This design comes from an exercise in tuning for small area and a short achievable clock period on the open sky130 flow, not from production work. The RTL was checked by simulation tests, not by an equivalence proof against the original design.

==> job 8902: inputs <==
==> flow/design.v (excerpt) <==
module ch_compose (
    input  wire        clk,
    input  wire        rst,
    input  wire        in_valid,
    input  wire [1:0]  x_lo,
    input  wire [1:0]  y_lo,
    input  wire [1:0]  frame_lo,
    input  wire        depth8,
    input  wire [1:0]  dither,
    input  wire [29:0] fill,
    input  wire        l0_en,  input wire [2:0] l0_fmt,  input wire [39:0] l0_pix,  input wire [9:0] l0_galpha,
    input  wire        l1_en,  input wire [2:0] l1_fmt,  input wire [39:0] l1_pix,  input wire [9:0] l1_galpha,
    input  wire        l2_en,  input wire [2:0] l2_fmt,  input wire [39:0] l2_pix,  input wire [9:0] l2_galpha,
    input  wire        l3_en,  input wire [2:0] l3_fmt,  input wire [39:0] l3_pix,  input wire [9:0] l3_galpha,
    input  wire        l4_en,  input wire [2:0] l4_fmt,  input wire [39:0] l4_pix,  input wire [9:0] l4_galpha,
    input  wire        l5_en,  input wire [2:0] l5_fmt,  input wire [39:0] l5_pix,  input wire [9:0] l5_galpha,
    output reg         out_valid,
    output reg  [9:0]  out_r,
    output reg  [9:0]  out_g,
    output reg  [9:0]  out_b
);
Settings: LEC_CHECK=0, CAP_MARGIN=20, CORE_MARGIN=2, CORE_UTILIZATION=45, PLACE_DENSITY=0.6, SLEW_MARGIN=20; clock period 17.0 ns.
run.sh (not shown) runs the stock make flow with config.mk's settings and CLKGATE_MAP_FILE= SYNTH_SCRIPT=/design/flow/synth_recipe.tcl, a recipe that flattens the netlist after the stock synthesis.
==> job 9611: changes against job 8902 <==
==> flow/flow/run.sh (new file) <==
#!/bin/bash
# The standard layout (the standard.sh: standard synthesis, floorplan,
# placement, CTS, routing), with one change: the buffers that placement puts
# on every input and output port are sky130_fd_sc_hd__buf_2 cells instead of
# the cell buffer_ports picks by default.
set -euo pipefail
export BUFFER_PORTS_ARGS="-buffer_cell sky130_fd_sc_hd__buf_2"
bash standard.sh > standard_flow.log 2>&1
==> flow/standard.sh (new file) <==
#!/bin/bash
# synth_recipe.tcl (not shown) runs the flow's synth.tcl, then flattens the netlist and writes it again
# the make line also repeats each setting of config.mk as NAME=value (left out here)
make -C /OpenROAD-flow-scripts/flow DESIGN_CONFIG=/design/flow/config.mk WORK_HOME=/design/flow/orfs CLKGATE_MAP_FILE= SYNTH_SCRIPT=/design/flow/synth_recipe.tcl "${@:-finish}"
removed: flow/run.sh
==> comparison table <==
Portion of the layout cell area used by non-clock buffers: job 8902 0.02414; job 9611 0.01376
Number of nets in the final layout: job 8902 18020; job 9611 18023
Total buffers and inverters traversed by the critical path: job 8902 3; job 9611 2
Setup Skew: job 8902 0.06135 ns; job 9611 0.07352 ns
Result of the run: job 8902 timing/DRC/antenna clean; job 9611 timing/DRC/antenna clean
Beginning of the worst register-to-register path: job 8902 g_lay[5].p0r[3]; job 9611 g_ln[2].g_c[1].q0[5]
Detailed-route wire length per cell: job 8902 17.40 um; job 9611 17.36 um
Clock buffers created by TritonCTS: job 8902 332; job 9611 335
Cell total after placement: job 8902 19888; job 9611 19887
Clock period minus worst slack: job 8902 5.432 ns; job 9611 5.048 ns
Hold_sp: job 8902 g_lay[4].g_dl[3].ar[1]; job 9611 g_lay[4].g_dl[9].sr[23]
Global Route Usage Sum: job 8902 0.1905; job 9611 0.1901
Hold_ws: job 8902 0.2939 ns; job 9611 0.2718 ns
Footprint of the flip-flops and latches: job 8902 64160 um^2; job 9611 64160 um^2

========
==> branch raven: inputs <==
Another version of the RTL of ch_compose (not shown whole).
// ch_compose
module ch_compose (
    input  wire        clk,
    input  wire        rst,
    input  wire        in_valid,
    input  wire [1:0]  x_lo,
    input  wire [1:0]  y_lo,
    input  wire [1:0]  frame_lo,
    input  wire        depth8,
    input  wire [1:0]  dither,
    input  wire [29:0] fill,
    input  wire        l0_en,  input wire [2:0] l0_fmt,  input wire [39:0] l0_pix,  input wire [9:0] l0_galpha,
    input  wire        l1_en,  input wire [2:0] l1_fmt,  input wire [39:0] l1_pix,  input wire [9:0] l1_galpha,
    input  wire        l2_en,  input wire [2:0] l2_fmt,  input wire [39:0] l2_pix,  input wire [9:0] l2_galpha,
    input  wire        l3_en,  input wire [2:0] l3_fmt,  input wire [39:0] l3_pix,  input wire [9:0] l3_galpha,
    input  wire        l4_en,  input wire [2:0] l4_fmt,  input wire [39:0] l4_pix,  input wire [9:0] l4_galpha,
    input  wire        l5_en,  input wire [2:0] l5_fmt,  input wire [39:0] l5_pix,  input wire [9:0] l5_galpha,
    output reg         out_valid,
    output reg  [9:0]  out_r,
    output reg  [9:0]  out_g,
    output reg  [9:0]  out_b
);
    genvar n, k, c;
    reg [7:0] v;
    always @(posedge clk) begin
        if (rst) begin
            v         <= 8'd0;
            out_valid <= 1'b0;
        end else begin
            v         <= {v[6:0], in_valid};
            out_valid <= v[7];
        end
    end
    wire [2:0]  fmt_i [0:5];
    wire [39:0] pix_i [0:5];
    wire [9:0]  ga_i  [0:5];
    assign fmt_i[0] = l0_fmt; assign pix_i[0] = l0_pix; assign ga_i[0] = l0_en ? l0_galpha : 10'd0;
    assign fmt_i[1] = l1_fmt; assign pix_i[1] = l1_pix; assign ga_i[1] = l1_en ? l1_galpha : 10'd0;
    assign fmt_i[2] = l2_fmt; assign pix_i[2] = l2_pix; assign ga_i[2] = l2_en ? l2_galpha : 10'd0;
    assign fmt_i[3] = l3_fmt; assign pix_i[3] = l3_pix; assign ga_i[3] = l3_en ? l3_galpha : 10'd0;
    assign fmt_i[4] = l4_fmt; assign pix_i[4] = l4_pix; assign ga_i[4] = l4_en ? l4_galpha : 10'd0;
    assign fmt_i[5] = l5_fmt; assign pix_i[5] = l5_pix; assign ga_i[5] = l5_en ? l5_galpha : 10'd0;
    reg [29:0] f0, f1;
    always @(posedge clk) begin
        f0 <= fill;
        f1 <= f0;
    end
  ...
Settings: LEC_CHECK=0, CAP_MARGIN=20, CORE_MARGIN=2, CORE_UTILIZATION=45, PLACE_DENSITY=0.6, SLEW_MARGIN=20; clock period 17.0 ns.
Stock flow here: none of the scripts above is used.
==> branch cedar: changes against branch raven <==
--- a/flow/config.mk
+++ b/flow/config.mk
@@ -7,6 +7,6 @@
 export LEC_CHECK = 0
 export CAP_MARGIN = 20
 export CORE_MARGIN = 2
-export CORE_UTILIZATION = 45
-export PLACE_DENSITY = 0.6
+export CORE_UTILIZATION = 62
+export PLACE_DENSITY = 0.72
 export SLEW_MARGIN = 20
==> parameters.txt <==
Parameter                              Value

Status
  Result of the run  timing/DRC/antenna clean

CTS
  Clock latency on the worst-skew pair    0.89 ns
  TritonCTS Buffers    ~180
  Maximum count of clock buffers along a single path    4

Critical path
  CP Launch Point    g_lay[0].ah[2]$_DFF_P_
  Worst reg2reg path endpoint    g_l0[1].h[8]$_DFF_P_
  CP bufs+invs    3

Placement
  Placement Cell Area    0.1454 mm²

Layout
  Diodes inserted    92
  Sequential cell area share    22.19%

Timing
  Worst slew pin tran    1.199 ns

Die
  Die Y    between 500 and 600 µm

Routing
  First DRT Iteration DRCs    4,664
-- figures above: branch raven

==> parameters.txt <==
Parameter                              Value

Placement
  Placement Cell Area    0.1440 mm²
  Total of buffers placed on input and output ports    around 390

Die
  Horizontal die dimension    476.6 µm
  Die Y    476.6 µm

Critical path
  Worst reg2reg path endpoint    g_ln[3].g_c[2].h[6]$_DFF_P_
  CP bufs+invs    1
  CP Launch Point    g_ln[2].g_c[2].h[4]$_DFF_P_

Status
  Result of the run  timing/DRC/antenna clean

Routing
  First DRT Iteration DRCs    about 5.8k

Layout
  Sequential cell area share    22.48%
  Diodes inserted    5

Timing
  Worst slew pin tran    about 1.1 ns

CTS
  TritonCTS Buffers    173
  Clock latency on the worst-skew pair    0.85 ns

Logic synthesis
  Top cell type's share of synthesized area    25.63%
  Leading post-synthesis cells by instance count    2,357 x inv_1, 1,773 x fa_1, 1,683 x dfxtp_1
-- figures above: branch cedar


========
==> inputs of quartz <==
Another version of the RTL of ch_compose (not shown whole).
clock: 17.0 ns
lec_check: 0
cap_margin: 20
core_margin: 2
core_utilization: 45
cts_cluster_diameter: 80
cts_cluster_size: 30
place_density: 0.6
slew_margin: 65
standard.sh (not shown) runs the stock make flow with config.mk's settings and CLKGATE_MAP_FILE= SYNTH_SCRIPT=/design/flow/synth_recipe.tcl, a recipe that flattens the netlist after the stock synthesis.
==> flow/flow/run.sh <==
#!/bin/bash
# The standard layout (the standard.sh: standard synthesis, floorplan,
# placement, CTS, routing), with one change: the buffers that placement puts
# on every input and output port are sky130_fd_sc_hd__buf_2 cells instead of
# the cell buffer_ports picks by default.
set -euo pipefail
export BUFFER_PORTS_ARGS="-buffer_cell sky130_fd_sc_hd__buf_2"
bash standard.sh > standard_flow.log 2>&1
==> pepper (differences from quartz) <==
--- a/flow/design.v
+++ b/flow/design.v
@@ -58,10 +58,11 @@
         for (k = 1; k < NR; k = k + 1) begin : g_dt
             always @(posedge clk) dt[k] <= dt[k-1];
         end
     endgenerate
     wire [9:0]  al  [0:5];
+    wire [9:0]  aln [0:5];
     wire [29:0] sl  [0:5];
     generate
         for (n = 0; n < 6; n = n + 1) begin : g_lay
             reg  [9:0]  ea;
             always @(*) begin
@@ -129,10 +130,13 @@
                 end
                 assign ad[k] = ar;
                 assign sd[k] = sr;
             end
             assign al[n]  = ad[2 + 2 * n];
+            reg [9:0] an;
+            always @(posedge clk) an <= ~ad[1 + 2 * n];
+            assign aln[n] = an;
             assign sl[n]  = sd[2 + 2 * n];
         end
     endgenerate
     wire [9:0] dr [0:6][0:2];
     generate
@@ -141,11 +145,11 @@
         end
         for (n = 0; n < 6; n = n + 1) begin : g_ln
             for (c = 0; c < 3; c = c + 1) begin : g_c
                 wire [9:0] l, u0, u1;
                 wire       k;
-                ch_treel u_t (.a(al[n]), .s(sl[n][c*10 +: 10]), .d(dr[n][c]),
+                ch_treel u_t (.a(al[n]), .na(aln[n]), .s(sl[n][c*10 +: 10]), .d(dr[n][c]),
                               .l(l), .k(k), .u0(u0), .u1(u1));
                 reg [9:0] lq, u0q, u1q;
                 reg       kq;
                 always @(posedge clk) begin
                     lq  <= l;
@@ -185,27 +189,28 @@
         out_b <= q[0];
     end
 endmodule
 module ch_treel (
     input  wire [9:0]  a,
+    input  wire [9:0]  na,
     input  wire [9:0]  s,
     input  wire [9:0]  d,
     output wire [9:0]  l,
     output wire        k,
     output wire [9:0]  u0,
     output wire [9:0]  u1
 );
-    wire [9:0] m0 = a[0] ? s : d;
-    wire [9:0] m1 = a[1] ? s : d;
-    wire [9:0] m2 = a[2] ? s : d;
-    wire [9:0] m3 = a[3] ? s : d;
-    wire [9:0] m4 = a[4] ? s : d;
-    wire [9:0] m5 = a[5] ? s : d;
-    wire [9:0] m6 = a[6] ? s : d;
-    wire [9:0] m7 = a[7] ? s : d;
-    wire [9:0] m8 = a[8] ? s : d;
-    wire [9:0] m9 = a[9] ? s : d;
+    wire [9:0] m0 = ({10{a[0]}} & s) | ({10{na[0]}} & d);
+    wire [9:0] m1 = ({10{a[1]}} & s) | ({10{na[1]}} & d);
+    wire [9:0] m2 = ({10{a[2]}} & s) | ({10{na[2]}} & d);
+    wire [9:0] m3 = ({10{a[3]}} & s) | ({10{na[3]}} & d);
+    wire [9:0] m4 = ({10{a[4]}} & s) | ({10{na[4]}} & d);
+    wire [9:0] m5 = ({10{a[5]}} & s) | ({10{na[5]}} & d);
+    wire [9:0] m6 = ({10{a[6]}} & s) | ({10{na[6]}} & d);
+    wire [9:0] m7 = ({10{a[7]}} & s) | ({10{na[7]}} & d);
+    wire [9:0] m8 = ({10{a[8]}} & s) | ({10{na[8]}} & d);
+    wire [9:0] m9 = ({10{a[9]}} & s) | ({10{na[9]}} & d);
     wire w1 = m0[8] ^ m1[7];
     wire w2 = m0[8] & m1[7];
     wire w3 = m0[9] ^ m1[8] ^ m2[7];
     wire w4 = (m0[9] & m1[8]) | (m0[9] & m2[7]) | (m1[8] & m2[7]);
     wire w5 = m1[9] ^ m2[8];
Settings changed: PLACE_DENSITY 0.6 to 0.78.
==> tundra (differences from quartz) <==
--- a/flow/design.v
+++ b/flow/design.v
@@ -58,10 +58,11 @@
         for (k = 1; k < NR; k = k + 1) begin : g_dt
             always @(posedge clk) dt[k] <= dt[k-1];
         end
     endgenerate
     wire [9:0]  al  [0:5];
+    wire [9:0]  aln [0:5];
     wire [29:0] sl  [0:5];
     generate
         for (n = 0; n < 6; n = n + 1) begin : g_lay
             reg  [9:0]  ea;
             always @(*) begin
@@ -129,10 +130,13 @@
                 end
                 assign ad[k] = ar;
                 assign sd[k] = sr;
             end
             assign al[n]  = ad[2 + 2 * n];
+            reg [9:0] an;
+            always @(posedge clk) an <= ~ad[1 + 2 * n];
+            assign aln[n] = an;
             assign sl[n]  = sd[2 + 2 * n];
         end
     endgenerate
     wire [9:0] dr [0:6][0:2];
     generate
@@ -141,11 +145,11 @@
         end
         for (n = 0; n < 6; n = n + 1) begin : g_ln
             for (c = 0; c < 3; c = c + 1) begin : g_c
                 wire [9:0] l, u0, u1;
                 wire       k;
-                ch_treel u_t (.a(al[n]), .s(sl[n][c*10 +: 10]), .d(dr[n][c]),
+                ch_treel u_t (.a(al[n]), .na(aln[n]), .s(sl[n][c*10 +: 10]), .d(dr[n][c]),
                               .l(l), .k(k), .u0(u0), .u1(u1));
                 reg [9:0] lq, u0q, u1q;
                 reg       kq;
                 always @(posedge clk) begin
                     lq  <= l;
@@ -185,27 +189,28 @@
         out_b <= q[0];
     end
 endmodule
 module ch_treel (
     input  wire [9:0]  a,
+    input  wire [9:0]  na,
     input  wire [9:0]  s,
     input  wire [9:0]  d,
     output wire [9:0]  l,
     output wire        k,
     output wire [9:0]  u0,
     output wire [9:0]  u1
 );
-    wire [9:0] m0 = a[0] ? s : d;
-    wire [9:0] m1 = a[1] ? s : d;
-    wire [9:0] m2 = a[2] ? s : d;
-    wire [9:0] m3 = a[3] ? s : d;
-    wire [9:0] m4 = a[4] ? s : d;
-    wire [9:0] m5 = a[5] ? s : d;
-    wire [9:0] m6 = a[6] ? s : d;
-    wire [9:0] m7 = a[7] ? s : d;
-    wire [9:0] m8 = a[8] ? s : d;
-    wire [9:0] m9 = a[9] ? s : d;
+    wire [9:0] m0 = ({10{a[0]}} & s) | ({10{na[0]}} & d);
+    wire [9:0] m1 = ({10{a[1]}} & s) | ({10{na[1]}} & d);
+    wire [9:0] m2 = ({10{a[2]}} & s) | ({10{na[2]}} & d);
+    wire [9:0] m3 = ({10{a[3]}} & s) | ({10{na[3]}} & d);
+    wire [9:0] m4 = ({10{a[4]}} & s) | ({10{na[4]}} & d);
+    wire [9:0] m5 = ({10{a[5]}} & s) | ({10{na[5]}} & d);
+    wire [9:0] m6 = ({10{a[6]}} & s) | ({10{na[6]}} & d);
+    wire [9:0] m7 = ({10{a[7]}} & s) | ({10{na[7]}} & d);
+    wire [9:0] m8 = ({10{a[8]}} & s) | ({10{na[8]}} & d);
+    wire [9:0] m9 = ({10{a[9]}} & s) | ({10{na[9]}} & d);
     wire w1 = m0[8] ^ m1[7];
     wire w2 = m0[8] & m1[7];
     wire w3 = m0[9] ^ m1[8] ^ m2[7];
     wire w4 = (m0[9] & m1[8]) | (m0[9] & m2[7]) | (m1[8] & m2[7]);
     wire w5 = m1[9] ^ m2[8];
==> fjord (differences from quartz) <==
--- a/flow/design.v
+++ b/flow/design.v
@@ -58,10 +58,11 @@
         for (k = 1; k < NR; k = k + 1) begin : g_dt
             always @(posedge clk) dt[k] <= dt[k-1];
         end
     endgenerate
     wire [9:0]  al  [0:5];
+    wire [9:0]  aln [0:5];
     wire [29:0] sl  [0:5];
     generate
         for (n = 0; n < 6; n = n + 1) begin : g_lay
             reg  [9:0]  ea;
             always @(*) begin
@@ -129,10 +130,13 @@
                 end
                 assign ad[k] = ar;
                 assign sd[k] = sr;
             end
             assign al[n]  = ad[2 + 2 * n];
+            reg [9:0] an;
+            always @(posedge clk) an <= ~ad[1 + 2 * n];
+            assign aln[n] = an;
             assign sl[n]  = sd[2 + 2 * n];
         end
     endgenerate
     wire [9:0] dr [0:6][0:2];
     generate
@@ -141,11 +145,11 @@
         end
         for (n = 0; n < 6; n = n + 1) begin : g_ln
             for (c = 0; c < 3; c = c + 1) begin : g_c
                 wire [9:0] l, u0, u1;
                 wire       k;
-                ch_treel u_t (.a(al[n]), .s(sl[n][c*10 +: 10]), .d(dr[n][c]),
+                ch_treel u_t (.a(al[n]), .na(aln[n]), .s(sl[n][c*10 +: 10]), .d(dr[n][c]),
                               .l(l), .k(k), .u0(u0), .u1(u1));
                 reg [9:0] lq, u0q, u1q;
                 reg       kq;
                 always @(posedge clk) begin
                     lq  <= l;
@@ -185,27 +189,28 @@
         out_b <= q[0];
     end
 endmodule
 module ch_treel (
     input  wire [9:0]  a,
+    input  wire [9:0]  na,
     input  wire [9:0]  s,
     input  wire [9:0]  d,
     output wire [9:0]  l,
     output wire        k,
     output wire [9:0]  u0,
     output wire [9:0]  u1
 );
-    wire [9:0] m0 = a[0] ? s : d;
-    wire [9:0] m1 = a[1] ? s : d;
-    wire [9:0] m2 = a[2] ? s : d;
-    wire [9:0] m3 = a[3] ? s : d;
-    wire [9:0] m4 = a[4] ? s : d;
-    wire [9:0] m5 = a[5] ? s : d;
-    wire [9:0] m6 = a[6] ? s : d;
-    wire [9:0] m7 = a[7] ? s : d;
-    wire [9:0] m8 = a[8] ? s : d;
-    wire [9:0] m9 = a[9] ? s : d;
+    wire [9:0] m0 = ({10{a[0]}} & s) | ({10{na[0]}} & d);
+    wire [9:0] m1 = ({10{a[1]}} & s) | ({10{na[1]}} & d);
+    wire [9:0] m2 = ({10{a[2]}} & s) | ({10{na[2]}} & d);
+    wire [9:0] m3 = ({10{a[3]}} & s) | ({10{na[3]}} & d);
+    wire [9:0] m4 = ({10{a[4]}} & s) | ({10{na[4]}} & d);
+    wire [9:0] m5 = ({10{a[5]}} & s) | ({10{na[5]}} & d);
+    wire [9:0] m6 = ({10{a[6]}} & s) | ({10{na[6]}} & d);
+    wire [9:0] m7 = ({10{a[7]}} & s) | ({10{na[7]}} & d);
+    wire [9:0] m8 = ({10{a[8]}} & s) | ({10{na[8]}} & d);
+    wire [9:0] m9 = ({10{a[9]}} & s) | ({10{na[9]}} & d);
     wire w1 = m0[8] ^ m1[7];
     wire w2 = m0[8] & m1[7];
     wire w3 = m0[9] ^ m1[8] ^ m2[7];
     wire w4 = (m0[9] & m1[8]) | (m0[9] & m2[7]) | (m1[8] & m2[7]);
     wire w5 = m1[9] ^ m2[8];
Settings changed: SLEW_MARGIN 65 to 40.
==> run notes <==
status=complete, no violations; FF+latch count, synth=3055; Starting Density=45.1%; Hold Startpoint=g_lay[3].g_dl[6].sr[5]; DRT Pass-1 Iters=8; Via density=~5.2; adder-cell share of the synthesized area=between 20 and 30%; synthesized area=154000 sq um; Core ar.=342000 sq um; Worst Setup SP=out_r[1]; post-synthesis compound-gate area fraction=14.4%; GR Util met2=35.9%
Source of the figures above: tundra

==> run notes <==
status=complete, no violations; multi-input gates=7562; Core ar.=342000 sq um; Via density=5.38; synthesized area=154000 sq um; Worst Setup SP=out_r[1]; Starting Density=between 40% and 50%; Synth Area in Simple Gates=5.54%; critical path required time=13.60 ns; adder-cell share of the synthesized area=29.7%; Area contributors post-synth=dfxtp_1 40%, fa_1 22%, ha_1 6.9%; post-synthesis compound-gate area fraction=14.4%; GR Util met2=between 30% and 40%; Hold Startpoint=g_lay[5].g_dl[7].sr[3]; Syn Inst Count=approximately 14000; WHS Endpoint=g_lay[5].g_dl[8].sr[3]
Source of the figures above: pepper

==> run notes <==
Core ar.=342000 sq um; post-synthesis compound-gate area fraction=14.4%; FF+latch count, synth=3055; DRT Pass-1 Iters=8; Via density=5.24; status=complete, no violations; GR Util met2=between 30% and 40%; synthesized area=154000 sq um; Worst Setup SP=out_r[2]
Source of the figures above: fjord

==> run notes <==
adder-cell share of the synthesized area=28.9%; Via density=~4.8; post-synthesis compound-gate area fraction=under 10%; GR Util met2=31.6%; status=complete, no violations; FF+latch count, synth=2995; Starting Density=45.2%; synthesized area=approximately 160000 sq um; DRT Pass-1 Iters=7; Worst Setup SP=out_r[2]; post-synthesis mux area share=12.5%
Source of the figures above: quartz

## port drivers added, routing unchanged
How much do the figures lean on ideal ports? The routed layouts below were timed once more, with nothing changed but the port constraints. Step 1, drivers: a clkbuf_16 drives clk and a buf_2 each remaining input, both assumed. Step 2 adds t to the input delays and takes it off the output delays; t is the mean of the earliest and latest rising clock arrival at the registers after step 1. Input paths then give back, and output paths get back, about the clock's delay inside the block. Slacks: ideal ports / drivers / drivers and shift; pairs: ideal ports / drivers.
run | t (ns) | setup slack, ns | worst setup path at the end | latest minus earliest clock arrival (ns) | worst register clock-pin slew, ns
job 8902 | 1.034 | 11.567 / 11.655 / 10.621 | input to register | 0.083 / 0.083 | 0.07 / 0.07
job 9611 | 1.030 | 11.952 / 12.035 / 11.005 | input to register | 0.096 / 0.095 | 0.07 / 0.07
branch raven | 0.960 | 10.271 / 10.271 / 10.271 | register to register | 0.076 / 0.076 | 0.08 / 0.08
branch cedar | 0.915 | 10.011 / 10.011 / 10.011 | register to register | 0.065 / 0.065 | 0.07 / 0.07
quartz | 0.976 | 12.219 / 12.117 / 12.314 | register to register | 0.081 / 0.081 | 0.11 / 0.11
pepper | 0.976 | 12.235 / 12.139 / 12.403 | register to register | 0.081 / 0.081 | 0.11 / 0.11
tundra | 1.004 | 12.233 / 12.121 / 12.280 | input to register | 0.095 / 0.096 | 0.11 / 0.11
fjord | 0.998 | 12.214 / 12.103 / 12.064 | input to register | 0.103 / 0.103 | 0.11 / 0.11
After both steps every run listed still meets setup and hold. For job 9611, which loses most, drivers alone change the setup slack by +0.083 ns; drivers and shift together by -0.947 ns.
